This is an optimization exercise on Yosys and OpenROAD, whose aim is small area, a short achievable clock period and few clock cycles per item, not a production implementation.
In this exercise RTL edits were held to simulation tests only and were not proved equivalent to the original.

build 2:
// ftn_addr_hash
module ftn_addr_hash (
    input  wire         clk,
    input  wire         rst,         
    input  wire [127:0] key,         
    input  wire         in_valid,
    output wire         in_ready,
    input  wire [127:0] addr,        
    input  wire         is_v6,
    input  wire         v6_pfx,
    output wire         out_valid,
    input  wire         out_ready,
    output wire [63:0]  h,
    output wire [19:0]  index,       
    output wire [15:0]  tag          
);
    function [63:0] bswap64(input [63:0] x);
        integer i;
        begin
            for (i = 0; i < 8; i = i + 1)
                bswap64[8*i +: 8] = x[63-8*i -: 8];
        end
    endfunction
    function [31:0] bswap32(input [31:0] x);
        bswap32 = {x[7:0], x[15:8], x[23:16], x[31:24]};
    endfunction
    function [63:0] rotl(input [63:0] x, input integer b);
        rotl = (x << b) | (x >> (64 - b));
    endfunction
    reg         run;         
    reg  [4:0]  cnt;         
    reg         t6, tp;      
    reg  [63:0] m0_q;        
    reg  [63:0] lo_q;        
    reg  [63:0] x0, x1, y0, y1;
    reg         ov;          
    reg  [63:0] h_q;
    reg         last;        
    reg         rdy;         
    reg         init;        
    reg         f_m0, f_lo0, f_8_0, f_16_0, f_lo3, f_8_3, f_16_3, fin;   
    wire ph     = cnt[0];    
  ...
==> flow/config.mk <==
export PLATFORM = sky130hd
export DESIGN_NAME = ftn_addr_hash
export DESIGN_NICKNAME = ftn_addr_hash
export VERILOG_FILES = /design/flow/design.v
export SDC_FILE = /design/flow/constraint.sdc
export NUM_CORES = 4
export LEC_CHECK = 0
export ABC_AREA = 1
export CAP_MARGIN = 20
export CORE_MARGIN = 2
export CORE_UTILIZATION = 60
export SLEW_MARGIN = 20
==> flow/constraint.sdc <==
create_clock -name core_clock -period 11.0 [get_ports {clk}]
set_input_delay 2.2000 -clock core_clock [delete_from_list [all_inputs] [get_ports {clk}]]
set_output_delay 2.2000 -clock core_clock [all_outputs]
set_load 0.01 [all_outputs]
standard.sh (not shown) runs the stock make flow with config.mk's settings and CLKGATE_MAP_FILE= SYNTH_SCRIPT=/design/flow/synth_recipe.tcl, a recipe that flattens the netlist after the stock synthesis.
==> flow/flow/run.sh <==
#!/bin/bash
# Layout: the standard flow (standard.sh) with these changes:
#  - repair_timing is asked to leave 7.3 ns of setup slack at the 11 ns clock
#    (a 3.7 ns target), so that it sizes the datapath for speed;
#  - the full-adder cells are added to the platform's don't-use list, so
#    synthesis extracts only half adders and leaves the 3-input XORs and
#    majorities of the adders to abc (faster than the fa cell's sum output);
#  - ports are buffered with buf_1 cells instead of the default choice;
#  - clock tree: clkbuf_8 buffers, clusters of at most 16 sinks within 45 um,
#    no dummy loads.
# The clock, the constraints and everything else are the standard ones.
set -euo pipefail
DONT_USE="sky130_fd_sc_hd__probe_p_8 sky130_fd_sc_hd__probec_p_8 sky130_fd_sc_hd__lpflow_bleeder_1 sky130_fd_sc_hd__lpflow_clkbufkapwr_1 sky130_fd_sc_hd__lpflow_clkbufkapwr_16 sky130_fd_sc_hd__lpflow_clkbufkapwr_2 sky130_fd_sc_hd__lpflow_clkbufkapwr_4 sky130_fd_sc_hd__lpflow_clkbufkapwr_8 sky130_fd_sc_hd__lpflow_clkinvkapwr_1 sky130_fd_sc_hd__lpflow_clkinvkapwr_16 sky130_fd_sc_hd__lpflow_clkinvkapwr_2 sky130_fd_sc_hd__lpflow_clkinvkapwr_4 sky130_fd_sc_hd__lpflow_clkinvkapwr_8 sky130_fd_sc_hd__lpflow_decapkapwr_12 sky130_fd_sc_hd__lpflow_decapkapwr_3 sky130_fd_sc_hd__lpflow_decapkapwr_4 sky130_fd_sc_hd__lpflow_decapkapwr_6 sky130_fd_sc_hd__lpflow_decapkapwr_8 sky130_fd_sc_hd__lpflow_inputiso0n_1 sky130_fd_sc_hd__lpflow_inputiso0p_1 sky130_fd_sc_hd__lpflow_inputiso1n_1 sky130_fd_sc_hd__lpflow_inputiso1p_1 sky130_fd_sc_hd__lpflow_inputisolatch_1 sky130_fd_sc_hd__lpflow_isobufsrc_1 sky130_fd_sc_hd__lpflow_isobufsrc_16 sky130_fd_sc_hd__lpflow_isobufsrc_2 sky130_fd_sc_hd__lpflow_isobufsrc_4 sky130_fd_sc_hd__lpflow_isobufsrc_8 sky130_fd_sc_hd__lpflow_isobufsrckapwr_16 sky130_fd_sc_hd__lpflow_lsbuf_lh_hl_isowell_tap_1 sky130_fd_sc_hd__lpflow_lsbuf_lh_hl_isowell_tap_2 sky130_fd_sc_hd__lpflow_lsbuf_lh_hl_isowell_tap_4 sky130_fd_sc_hd__lpflow_lsbuf_lh_isowell_4 sky130_fd_sc_hd__lpflow_lsbuf_lh_isowell_tap_1 sky130_fd_sc_hd__lpflow_lsbuf_lh_isowell_tap_2 sky130_fd_sc_hd__lpflow_lsbuf_lh_isowell_tap_4  sky130_fd_sc_hd__fa_1 sky130_fd_sc_hd__fa_2 sky130_fd_sc_hd__fa_4"
bash standard.sh \
  SETUP_SLACK_MARGIN=7.3 \
  "DONT_USE_CELLS=$DONT_USE" \
  "BUFFER_PORTS_ARGS=-buffer_cell sky130_fd_sc_hd__buf_1" \
  "CTS_ARGS=-sink_clustering_enable -repair_clock_nets -dont_use_dummy_load -buf_list {sky130_fd_sc_hd__clkbuf_8} -sink_clustering_size 16 -sink_clustering_max_diameter 45" \
  finish > standard_flow.log 2>&1
Build 2: flow completed, timing, DRC and antenna clean
Testbench counts of build 2, summed over its fixed seeds: cycles 38,308, items 2,400.
--- input diff build 2..build 22 ---
Settings: ABC_AREA no longer set, was 1; CORE_UTILIZATION now 50, was 60.
--- a/flow/flow/run.sh
+++ b/flow/flow/run.sh
@@ -2,4 +2,4 @@
 # Layout: the standard flow (standard.sh) with these changes:
-#  - repair_timing is asked to leave 7.3 ns of setup slack at the 11 ns clock
-#    (a 3.7 ns target), so that it sizes the datapath for speed;
+#  - repair_timing is asked to leave 7 ns of setup slack at the 11 ns clock
+#    (a 4 ns target), so that it sizes the datapath for speed;
 #  - the full-adder cells are added to the platform's don't-use list, so
@@ -14,3 +14,3 @@
 bash standard.sh \
-  SETUP_SLACK_MARGIN=7.3 \
+  SETUP_SLACK_MARGIN=7 \
   "DONT_USE_CELLS=$DONT_USE" \
## What came out
Build 2 finished every step from synthesis to the final layout, and the layout passed the timing, DRC and antenna checks.
Build 22 completed; timing, DRC and antenna clean
Run comparison: build 22 critical path start-end classification flop to flop; build 2 critical path start-end classification flop to output port
Re multi-input combinational area share: build 2 and build 22 aren't equal, and the higher value belongs to build 22.
Final critical-path required period: build 22 worse than build 2
Of the two values seen for combinational family with the most area after synthesis, simple AND/OR/NAND/NOR gates was produced by build 2 and XOR/XNOR gates by build 22.
[compare] base=build 2 new=build 22: non-clock buffer count picked up an extra 8.
The inputs of build 1 differ from those of build 22 as listed below.
==> flow/flow/run.sh <==
#!/bin/bash
# Layout: the standard flow (standard.sh) with these changes:
#  - repair_timing is asked to leave 7 ns of setup slack at the 11 ns clock
#    (a 4 ns target), so that it sizes the datapath for speed;
#  - ports are buffered with buf_1 cells instead of the default choice;
#  - clock tree: clkbuf_8 buffers, clusters of at most 16 sinks within 45 um,
#    no dummy loads.
# The clock, the constraints and everything else are the standard ones.
set -euo pipefail
bash standard.sh \
  SETUP_SLACK_MARGIN=7 \
  "BUFFER_PORTS_ARGS=-buffer_cell sky130_fd_sc_hd__buf_1" \
  "CTS_ARGS=-sink_clustering_enable -repair_clock_nets -dont_use_dummy_load -buf_list {sky130_fd_sc_hd__clkbuf_8} -sink_clustering_size 16 -sink_clustering_max_diameter 45" \
  finish > standard_flow.log 2>&1
### Flow results
From build 22 to build 1 the numbers moved as follows: number of inverters outside the clock class in the layout went up 65; period utilization grew by 0.58 points; synthesis-to-layout area growth now smaller; number of nets in the layout went up; die area has increased.
Changes observed in build 1 relative to build 22: aggregate routed wire length saw an increase; initial cell density of the core now sits at about the same level; critical path depth went down.
## Diff of input files: build 55 against build 1
Settings: swapping 50 for 40 in CORE_UTILIZATION.
==> flow/flow/run.sh <==
#!/bin/bash
# Layout: the standard flow, with repair_timing asked to leave 7 ns of
# setup slack at the 11 ns clock (a 4 ns target) so that it sizes the
# datapath for speed. The clock, constraints and all other settings are the
# standard ones.
set -euo pipefail
bash standard.sh SETUP_SLACK_MARGIN=7 finish > standard_flow.log 2>&1
Results
The final layout from build 55, which completed every stage, passed the timing, DRC and antenna checks at the end of the flow.
Die: build 55 bigger than build 1
Of build 55 and build 1, it is build 55 that has the higher sum of routed wire segments on met1.
| count of clock-buffer cells in the layout | build 55 vs build 1 | 3 lower |
| fmax | build 55 vs build 1 | 1.6 MHz higher |
Lower clock buffer count from CTS was reported by build 55, not build 1.

build 70:
Another version of the RTL of ftn_addr_hash (not shown whole).
For scale: roughly 3,300 cells after synthesis, about 360 I/O pins, about 0.027 sq mm of cells after synthesis.
export LEC_CHECK = 0
export ABC_AREA = 1
export CAP_MARGIN = 20
export CORE_MARGIN = 2
export CORE_UTILIZATION = 60
export SLEW_MARGIN = 20
create_clock -name core_clock -period 11.0 [get_ports {clk}]
==> flow/flow/run.sh <==
#!/bin/bash
# Layout: the standard flow (standard.sh) with these changes:
#  - repair_timing is asked to leave 7.8 ns of setup slack at the 11 ns clock
#    (a 3.2 ns target), so that it sizes the datapath for speed;
#  - the full-adder cells are added to the platform's don't-use list, so
#    synthesis extracts only half adders and leaves the 3-input XORs and
#    majorities of the adders to abc (faster than the fa cell's sum output);
#  - ports are buffered with buf_1 cells instead of the default choice;
#  - clock tree: clkbuf_8 buffers, clusters of at most 16 sinks within 45 um,
#    no dummy loads.
# The clock, the constraints and everything else are the standard ones.
set -euo pipefail
DONT_USE="sky130_fd_sc_hd__probe_p_8 sky130_fd_sc_hd__probec_p_8 sky130_fd_sc_hd__lpflow_bleeder_1 sky130_fd_sc_hd__lpflow_clkbufkapwr_1 sky130_fd_sc_hd__lpflow_clkbufkapwr_16 sky130_fd_sc_hd__lpflow_clkbufkapwr_2 sky130_fd_sc_hd__lpflow_clkbufkapwr_4 sky130_fd_sc_hd__lpflow_clkbufkapwr_8 sky130_fd_sc_hd__lpflow_clkinvkapwr_1 sky130_fd_sc_hd__lpflow_clkinvkapwr_16 sky130_fd_sc_hd__lpflow_clkinvkapwr_2 sky130_fd_sc_hd__lpflow_clkinvkapwr_4 sky130_fd_sc_hd__lpflow_clkinvkapwr_8 sky130_fd_sc_hd__lpflow_decapkapwr_12 sky130_fd_sc_hd__lpflow_decapkapwr_3 sky130_fd_sc_hd__lpflow_decapkapwr_4 sky130_fd_sc_hd__lpflow_decapkapwr_6 sky130_fd_sc_hd__lpflow_decapkapwr_8 sky130_fd_sc_hd__lpflow_inputiso0n_1 sky130_fd_sc_hd__lpflow_inputiso0p_1 sky130_fd_sc_hd__lpflow_inputiso1n_1 sky130_fd_sc_hd__lpflow_inputiso1p_1 sky130_fd_sc_hd__lpflow_inputisolatch_1 sky130_fd_sc_hd__lpflow_isobufsrc_1 sky130_fd_sc_hd__lpflow_isobufsrc_16 sky130_fd_sc_hd__lpflow_isobufsrc_2 sky130_fd_sc_hd__lpflow_isobufsrc_4 sky130_fd_sc_hd__lpflow_isobufsrc_8 sky130_fd_sc_hd__lpflow_isobufsrckapwr_16 sky130_fd_sc_hd__lpflow_lsbuf_lh_hl_isowell_tap_1 sky130_fd_sc_hd__lpflow_lsbuf_lh_hl_isowell_tap_2 sky130_fd_sc_hd__lpflow_lsbuf_lh_hl_isowell_tap_4 sky130_fd_sc_hd__lpflow_lsbuf_lh_isowell_4 sky130_fd_sc_hd__lpflow_lsbuf_lh_isowell_tap_1 sky130_fd_sc_hd__lpflow_lsbuf_lh_isowell_tap_2 sky130_fd_sc_hd__lpflow_lsbuf_lh_isowell_tap_4  sky130_fd_sc_hd__fa_1 sky130_fd_sc_hd__fa_2 sky130_fd_sc_hd__fa_4"
bash standard.sh \
  SETUP_SLACK_MARGIN=7.8 \
  "DONT_USE_CELLS=$DONT_USE" \
  "BUFFER_PORTS_ARGS=-buffer_cell sky130_fd_sc_hd__buf_1" \
  "CTS_ARGS=-sink_clustering_enable -repair_clock_nets -dont_use_dummy_load -buf_list {sky130_fd_sc_hd__clkbuf_8} -sink_clustering_size 16 -sink_clustering_max_diameter 45" \
  finish > standard_flow.log 2>&1
Testbench counts of build 70, summed over its fixed seeds: cycles 38,308, items 2,400.
## Diff of input files: build 34 against build 70
- CORE_UTILIZATION now 65, was 60
- ABC_AREA no longer set, was 1
--- a/flow/flow/run.sh
+++ b/flow/flow/run.sh
@@ -1,6 +1,6 @@
 #!/bin/bash
 # Layout: the standard flow (standard.sh) with these changes:
-#  - repair_timing is asked to leave 7.8 ns of setup slack at the 11 ns clock
-#    (a 3.2 ns target), so that it sizes the datapath for speed;
+#  - repair_timing is asked to leave 7 ns of setup slack at the 11 ns clock
+#    (a 4 ns target), so that it sizes the datapath for speed;
 #  - the full-adder cells are added to the platform's don't-use list, so
 #    synthesis extracts only half adders and leaves the 3-input XORs and
@@ -13,5 +13,5 @@
 DONT_USE="sky130_fd_sc_hd__probe_p_8 sky130_fd_sc_hd__probec_p_8 sky130_fd_sc_hd__lpflow_bleeder_1 sky130_fd_sc_hd__lpflow_clkbufkapwr_1 sky130_fd_sc_hd__lpflow_clkbufkapwr_16 sky130_fd_sc_hd__lpflow_clkbufkapwr_2 sky130_fd_sc_hd__lpflow_clkbufkapwr_4 sky130_fd_sc_hd__lpflow_clkbufkapwr_8 sky130_fd_sc_hd__lpflow_clkinvkapwr_1 sky130_fd_sc_hd__lpflow_clkinvkapwr_16 sky130_fd_sc_hd__lpflow_clkinvkapwr_2 sky130_fd_sc_hd__lpflow_clkinvkapwr_4 sky130_fd_sc_hd__lpflow_clkinvkapwr_8 sky130_fd_sc_hd__lpflow_decapkapwr_12 sky130_fd_sc_hd__lpflow_decapkapwr_3 sky130_fd_sc_hd__lpflow_decapkapwr_4 sky130_fd_sc_hd__lpflow_decapkapwr_6 sky130_fd_sc_hd__lpflow_decapkapwr_8 sky130_fd_sc_hd__lpflow_inputiso0n_1 sky130_fd_sc_hd__lpflow_inputiso0p_1 sky130_fd_sc_hd__lpflow_inputiso1n_1 sky130_fd_sc_hd__lpflow_inputiso1p_1 sky130_fd_sc_hd__lpflow_inputisolatch_1 sky130_fd_sc_hd__lpflow_isobufsrc_1 sky130_fd_sc_hd__lpflow_isobufsrc_16 sky130_fd_sc_hd__lpflow_isobufsrc_2 sky130_fd_sc_hd__lpflow_isobufsrc_4 sky130_fd_sc_hd__lpflow_isobufsrc_8 sky130_fd_sc_hd__lpflow_isobufsrckapwr_16 sky130_fd_sc_hd__lpflow_lsbuf_lh_hl_isowell_tap_1 sky130_fd_sc_hd__lpflow_lsbuf_lh_hl_isowell_tap_2 sky130_fd_sc_hd__lpflow_lsbuf_lh_hl_isowell_tap_4 sky130_fd_sc_hd__lpflow_lsbuf_lh_isowell_4 sky130_fd_sc_hd__lpflow_lsbuf_lh_isowell_tap_1 sky130_fd_sc_hd__lpflow_lsbuf_lh_isowell_tap_2 sky130_fd_sc_hd__lpflow_lsbuf_lh_isowell_tap_4  sky130_fd_sc_hd__fa_1 sky130_fd_sc_hd__fa_2 sky130_fd_sc_hd__fa_4"
 bash standard.sh \
-  SETUP_SLACK_MARGIN=7.8 \
+  SETUP_SLACK_MARGIN=7 \
   "DONT_USE_CELLS=$DONT_USE" \
   "BUFFER_PORTS_ARGS=-buffer_cell sky130_fd_sc_hd__buf_1" \
### Flow results
Build 70 reports its type of the setup path with the least slack as register to primary output while build 34 reports register to register. A most common cell after layout, fill and taps aside of sky130_fd_sc_hd__buf_1 is what build 34 shows, while sky130_fd_sc_hd__nand2_1 belongs to build 70. Build 70 tops out at a higher clock frequency than build 34. Between build 34 and build 70, global-route usage is higher for build 34, build 70 comes in under that. Per the comparison of build 34 with build 70, share of the clock period used by the worst path after layout grew by 5.2 points, area enclosed by the die boundary decreased by about 10% relative to the old numbers, final standard cell area without fillers shrank by 0.0021 sq mm, number of non-clock buffers has decreased. Against build 70, build 34 reports a instance area at placement that is lower. Compared with build 70, build 34 shows a first-pass GRT wire length that is 3.3% lower. Relative to build 70, multi-input logic cell count decreased by about 18% in build 34.
Input-level comparison between build 16 and build 34:
- swapping 65 for 60 in CORE_UTILIZATION
- putting ABC_AREA at 1 where nothing was set
--- a/flow/flow/run.sh
+++ b/flow/flow/run.sh
@@ -1,6 +1,6 @@
 #!/bin/bash
 # Layout: the standard flow (standard.sh) with these changes:
-#  - repair_timing is asked to leave 7 ns of setup slack at the 11 ns clock
-#    (a 4 ns target), so that it sizes the datapath for speed;
+#  - repair_timing is asked to leave 7.3 ns of setup slack at the 11 ns clock
+#    (a 3.7 ns target), so that it sizes the datapath for speed;
 #  - the full-adder cells are added to the platform's don't-use list, so
 #    synthesis extracts only half adders and leaves the 3-input XORs and
@@ -13,5 +13,5 @@
 DONT_USE="sky130_fd_sc_hd__probe_p_8 sky130_fd_sc_hd__probec_p_8 sky130_fd_sc_hd__lpflow_bleeder_1 sky130_fd_sc_hd__lpflow_clkbufkapwr_1 sky130_fd_sc_hd__lpflow_clkbufkapwr_16 sky130_fd_sc_hd__lpflow_clkbufkapwr_2 sky130_fd_sc_hd__lpflow_clkbufkapwr_4 sky130_fd_sc_hd__lpflow_clkbufkapwr_8 sky130_fd_sc_hd__lpflow_clkinvkapwr_1 sky130_fd_sc_hd__lpflow_clkinvkapwr_16 sky130_fd_sc_hd__lpflow_clkinvkapwr_2 sky130_fd_sc_hd__lpflow_clkinvkapwr_4 sky130_fd_sc_hd__lpflow_clkinvkapwr_8 sky130_fd_sc_hd__lpflow_decapkapwr_12 sky130_fd_sc_hd__lpflow_decapkapwr_3 sky130_fd_sc_hd__lpflow_decapkapwr_4 sky130_fd_sc_hd__lpflow_decapkapwr_6 sky130_fd_sc_hd__lpflow_decapkapwr_8 sky130_fd_sc_hd__lpflow_inputiso0n_1 sky130_fd_sc_hd__lpflow_inputiso0p_1 sky130_fd_sc_hd__lpflow_inputiso1n_1 sky130_fd_sc_hd__lpflow_inputiso1p_1 sky130_fd_sc_hd__lpflow_inputisolatch_1 sky130_fd_sc_hd__lpflow_isobufsrc_1 sky130_fd_sc_hd__lpflow_isobufsrc_16 sky130_fd_sc_hd__lpflow_isobufsrc_2 sky130_fd_sc_hd__lpflow_isobufsrc_4 sky130_fd_sc_hd__lpflow_isobufsrc_8 sky130_fd_sc_hd__lpflow_isobufsrckapwr_16 sky130_fd_sc_hd__lpflow_lsbuf_lh_hl_isowell_tap_1 sky130_fd_sc_hd__lpflow_lsbuf_lh_hl_isowell_tap_2 sky130_fd_sc_hd__lpflow_lsbuf_lh_hl_isowell_tap_4 sky130_fd_sc_hd__lpflow_lsbuf_lh_isowell_4 sky130_fd_sc_hd__lpflow_lsbuf_lh_isowell_tap_1 sky130_fd_sc_hd__lpflow_lsbuf_lh_isowell_tap_2 sky130_fd_sc_hd__lpflow_lsbuf_lh_isowell_tap_4  sky130_fd_sc_hd__fa_1 sky130_fd_sc_hd__fa_2 sky130_fd_sc_hd__fa_4"
 bash standard.sh \
-  SETUP_SLACK_MARGIN=7 \
+  SETUP_SLACK_MARGIN=7.3 \
   "DONT_USE_CELLS=$DONT_USE" \
   "BUFFER_PORTS_ARGS=-buffer_cell sky130_fd_sc_hd__buf_1" \
Notes after the runs:
Build 16 ended up with a lower routed wire length than build 34 did. Looking at most utilized layer in the global route result, the met2 result is from build 34; the met1 one comes from build 16. Compared with build 34, in build 16 mux contribution to synthesized area lost 8.7 points; via density per instance lost about 7%. Looking at simple-gate share of the synthesized area, build 16 sits above build 34. Diff build 16 and build 34: shortest clock period the worst path allows after layout higher in build 34. On number of multi-input logic gates: between build 16 and build 34, it ends up higher for build 16. Most common library cell in the layout ignoring fill and taps = sky130_fd_sc_hd__buf_1: build 34; most common library cell in the layout ignoring fill and taps = sky130_fd_sc_hd__nand2_1: build 16. Compared to build 34, build 16 has fmax 0.026 GHz higher.
#### Input delta (build 45 over build 16)
- clearing ABC_AREA, which used to be 1
--- a/flow/flow/run.sh
+++ b/flow/flow/run.sh
@@ -1,6 +1,6 @@
 #!/bin/bash
 # Layout: the standard flow (standard.sh) with these changes:
-#  - repair_timing is asked to leave 7.3 ns of setup slack at the 11 ns clock
-#    (a 3.7 ns target), so that it sizes the datapath for speed;
+#  - repair_timing is asked to leave 7.15 ns of setup slack at the 11 ns clock
+#    (a 3.85 ns target), so that it sizes the datapath for speed;
 #  - the full-adder cells are added to the platform's don't-use list, so
 #    synthesis extracts only half adders and leaves the 3-input XORs and
@@ -13,5 +13,5 @@
 DONT_USE="sky130_fd_sc_hd__probe_p_8 sky130_fd_sc_hd__probec_p_8 sky130_fd_sc_hd__lpflow_bleeder_1 sky130_fd_sc_hd__lpflow_clkbufkapwr_1 sky130_fd_sc_hd__lpflow_clkbufkapwr_16 sky130_fd_sc_hd__lpflow_clkbufkapwr_2 sky130_fd_sc_hd__lpflow_clkbufkapwr_4 sky130_fd_sc_hd__lpflow_clkbufkapwr_8 sky130_fd_sc_hd__lpflow_clkinvkapwr_1 sky130_fd_sc_hd__lpflow_clkinvkapwr_16 sky130_fd_sc_hd__lpflow_clkinvkapwr_2 sky130_fd_sc_hd__lpflow_clkinvkapwr_4 sky130_fd_sc_hd__lpflow_clkinvkapwr_8 sky130_fd_sc_hd__lpflow_decapkapwr_12 sky130_fd_sc_hd__lpflow_decapkapwr_3 sky130_fd_sc_hd__lpflow_decapkapwr_4 sky130_fd_sc_hd__lpflow_decapkapwr_6 sky130_fd_sc_hd__lpflow_decapkapwr_8 sky130_fd_sc_hd__lpflow_inputiso0n_1 sky130_fd_sc_hd__lpflow_inputiso0p_1 sky130_fd_sc_hd__lpflow_inputiso1n_1 sky130_fd_sc_hd__lpflow_inputiso1p_1 sky130_fd_sc_hd__lpflow_inputisolatch_1 sky130_fd_sc_hd__lpflow_isobufsrc_1 sky130_fd_sc_hd__lpflow_isobufsrc_16 sky130_fd_sc_hd__lpflow_isobufsrc_2 sky130_fd_sc_hd__lpflow_isobufsrc_4 sky130_fd_sc_hd__lpflow_isobufsrc_8 sky130_fd_sc_hd__lpflow_isobufsrckapwr_16 sky130_fd_sc_hd__lpflow_lsbuf_lh_hl_isowell_tap_1 sky130_fd_sc_hd__lpflow_lsbuf_lh_hl_isowell_tap_2 sky130_fd_sc_hd__lpflow_lsbuf_lh_hl_isowell_tap_4 sky130_fd_sc_hd__lpflow_lsbuf_lh_isowell_4 sky130_fd_sc_hd__lpflow_lsbuf_lh_isowell_tap_1 sky130_fd_sc_hd__lpflow_lsbuf_lh_isowell_tap_2 sky130_fd_sc_hd__lpflow_lsbuf_lh_isowell_tap_4  sky130_fd_sc_hd__fa_1 sky130_fd_sc_hd__fa_2 sky130_fd_sc_hd__fa_4"
 bash standard.sh \
-  SETUP_SLACK_MARGIN=7.3 \
+  SETUP_SLACK_MARGIN=7.15 \
   "DONT_USE_CELLS=$DONT_USE" \
   "BUFFER_PORTS_ARGS=-buffer_cell sky130_fd_sc_hd__buf_1" \
--- outcome ---
- Cmp build 45 vs build 16: count of plain and timing-repair buffers higher in build 45
- Of build 45 and build 16, the run reporting the lower slack of the critical path was build 45.
- Build 16 has a lower delay of the slowest cell on the worst path than build 45.
- Of build 45 and build 16, build 45 shows the higher area overhead of the layout relative to synthesis, with build 16 below it.
- From build 16 to build 45 the numbers moved as follows: number of instances in the synthesized netlist went down about 20%; via count went down 12%; final cell area excluding filler cells went up 420 sq um.
Relative to build 45, the following input files were edited for build 62:
- setting ABC_AREA to 1 for the first time
--- a/flow/flow/run.sh
+++ b/flow/flow/run.sh
@@ -1,6 +1,6 @@
 #!/bin/bash
 # Layout: the standard flow (standard.sh) with these changes:
-#  - repair_timing is asked to leave 7.15 ns of setup slack at the 11 ns clock
-#    (a 3.85 ns target), so that it sizes the datapath for speed;
+#  - repair_timing is asked to leave 7.5 ns of setup slack at the 11 ns clock
+#    (a 3.5 ns target), so that it sizes the datapath for speed;
 #  - the full-adder cells are added to the platform's don't-use list, so
 #    synthesis extracts only half adders and leaves the 3-input XORs and
@@ -13,5 +13,5 @@
 DONT_USE="sky130_fd_sc_hd__probe_p_8 sky130_fd_sc_hd__probec_p_8 sky130_fd_sc_hd__lpflow_bleeder_1 sky130_fd_sc_hd__lpflow_clkbufkapwr_1 sky130_fd_sc_hd__lpflow_clkbufkapwr_16 sky130_fd_sc_hd__lpflow_clkbufkapwr_2 sky130_fd_sc_hd__lpflow_clkbufkapwr_4 sky130_fd_sc_hd__lpflow_clkbufkapwr_8 sky130_fd_sc_hd__lpflow_clkinvkapwr_1 sky130_fd_sc_hd__lpflow_clkinvkapwr_16 sky130_fd_sc_hd__lpflow_clkinvkapwr_2 sky130_fd_sc_hd__lpflow_clkinvkapwr_4 sky130_fd_sc_hd__lpflow_clkinvkapwr_8 sky130_fd_sc_hd__lpflow_decapkapwr_12 sky130_fd_sc_hd__lpflow_decapkapwr_3 sky130_fd_sc_hd__lpflow_decapkapwr_4 sky130_fd_sc_hd__lpflow_decapkapwr_6 sky130_fd_sc_hd__lpflow_decapkapwr_8 sky130_fd_sc_hd__lpflow_inputiso0n_1 sky130_fd_sc_hd__lpflow_inputiso0p_1 sky130_fd_sc_hd__lpflow_inputiso1n_1 sky130_fd_sc_hd__lpflow_inputiso1p_1 sky130_fd_sc_hd__lpflow_inputisolatch_1 sky130_fd_sc_hd__lpflow_isobufsrc_1 sky130_fd_sc_hd__lpflow_isobufsrc_16 sky130_fd_sc_hd__lpflow_isobufsrc_2 sky130_fd_sc_hd__lpflow_isobufsrc_4 sky130_fd_sc_hd__lpflow_isobufsrc_8 sky130_fd_sc_hd__lpflow_isobufsrckapwr_16 sky130_fd_sc_hd__lpflow_lsbuf_lh_hl_isowell_tap_1 sky130_fd_sc_hd__lpflow_lsbuf_lh_hl_isowell_tap_2 sky130_fd_sc_hd__lpflow_lsbuf_lh_hl_isowell_tap_4 sky130_fd_sc_hd__lpflow_lsbuf_lh_isowell_4 sky130_fd_sc_hd__lpflow_lsbuf_lh_isowell_tap_1 sky130_fd_sc_hd__lpflow_lsbuf_lh_isowell_tap_2 sky130_fd_sc_hd__lpflow_lsbuf_lh_isowell_tap_4  sky130_fd_sc_hd__fa_1 sky130_fd_sc_hd__fa_2 sky130_fd_sc_hd__fa_4"
 bash standard.sh \
-  SETUP_SLACK_MARGIN=7.15 \
+  SETUP_SLACK_MARGIN=7.5 \
   "DONT_USE_CELLS=$DONT_USE" \
   "BUFFER_PORTS_ARGS=-buffer_cell sky130_fd_sc_hd__buf_1" \
## What came out
Build 45 | status: complete | timing, DRC, antenna: pass
Build 62 finished end to end and its layout was clean on timing, DRC and antenna.
Summary — number of fill cells in the layout, build 62 relative to build 45: higher, by 13%.
The met2 track utilization from global routing number comes out lower for build 62 vs build 45.
Of the two values seen for commonest non-fill, non-tap cell in the layout, sky130_fd_sc_hd__nand2_1 was produced by build 62 and sky130_fd_sc_hd__buf_1 by build 45.
Aggregate routed wire length delta (build 62 − build 45): favourable
Build 62: total vias in the final route is 14% higher than what build 45 reported.
Edits applied to the flow inputs when going from build 62 to build 81:
- a change of CORE_UTILIZATION from 60 to 55
- Relative to build 62, area overhead of the layout relative to synthesis increased by 0.37 points in build 81.
- Between build 62 and build 81, utilization after layout is lower for build 81, build 62 comes in above that.
- Diff build 62 -> build 81: non-filler instance count after layout now sits higher; worst setup slack after layout now sits higher; synthesized cell count now sits at about the same level.

-- port drivers added, routing unchanged --
The flow's constraints put no driver on any port. The routed layouts listed below were extracted and timed again, unchanged, in two steps. Step 1 (the two cells are an assumption about what drives the block):
set clk [get_ports {clk}]
set_driving_cell -lib_cell sky130_fd_sc_hd__clkbuf_16 $clk
set_driving_cell -lib_cell sky130_fd_sc_hd__buf_2 [delete_from_list [all_inputs] $clk]
Step 2 adds t to the input delays and takes it off the output delays; t is the mean of the earliest and latest rising clock arrival at the registers after step 1. Input paths then give back, and output paths get back, about the clock's delay inside the block. a / b / c = ideal / step 1 / step 2; a / b = the first two.
run | shift t [ns] | setup WS [ns] | hold slack, ns
build 2 | 0.772 | 7.342 / 7.277 / 6.640 | 0.507 / 0.507 / 0.507
build 22 | 0.712 | 7.011 / 7.011 / 6.578 | 0.505 / 0.505 / 0.505
build 1 | 0.708 | 6.947 / 6.947 / 6.747 | 0.505 / 0.505 / 0.505
build 55 | 0.679 | 6.974 / 6.974 / 6.683 | 0.505 / 0.505 / 0.505
build 70 | 0.726 | 7.530 / 7.471 / 7.228 | 0.505 / 0.505 / 0.505
build 34 | 0.725 | 6.961 / 6.961 / 6.548 | 0.514 / 0.514 / 0.514
build 16 | 0.733 | 7.344 / 7.344 / 6.747 | 0.498 / 0.498 / 0.498
build 45 | 0.738 | 7.032 / 7.032 / 6.481 | 0.510 / 0.510 / 0.510
build 62 | 0.728 | 7.492 / 7.435 / 7.008 | 0.502 / 0.502 / 0.502
build 81 | 0.720 | 7.504 / 7.445 / 6.898 | 0.494 / 0.494 / 0.494
After both steps setup and hold are still met in every run listed. The setup slack of build 2, which loses most, moves by -0.065 ns with the drivers and by -0.702 ns with both steps.
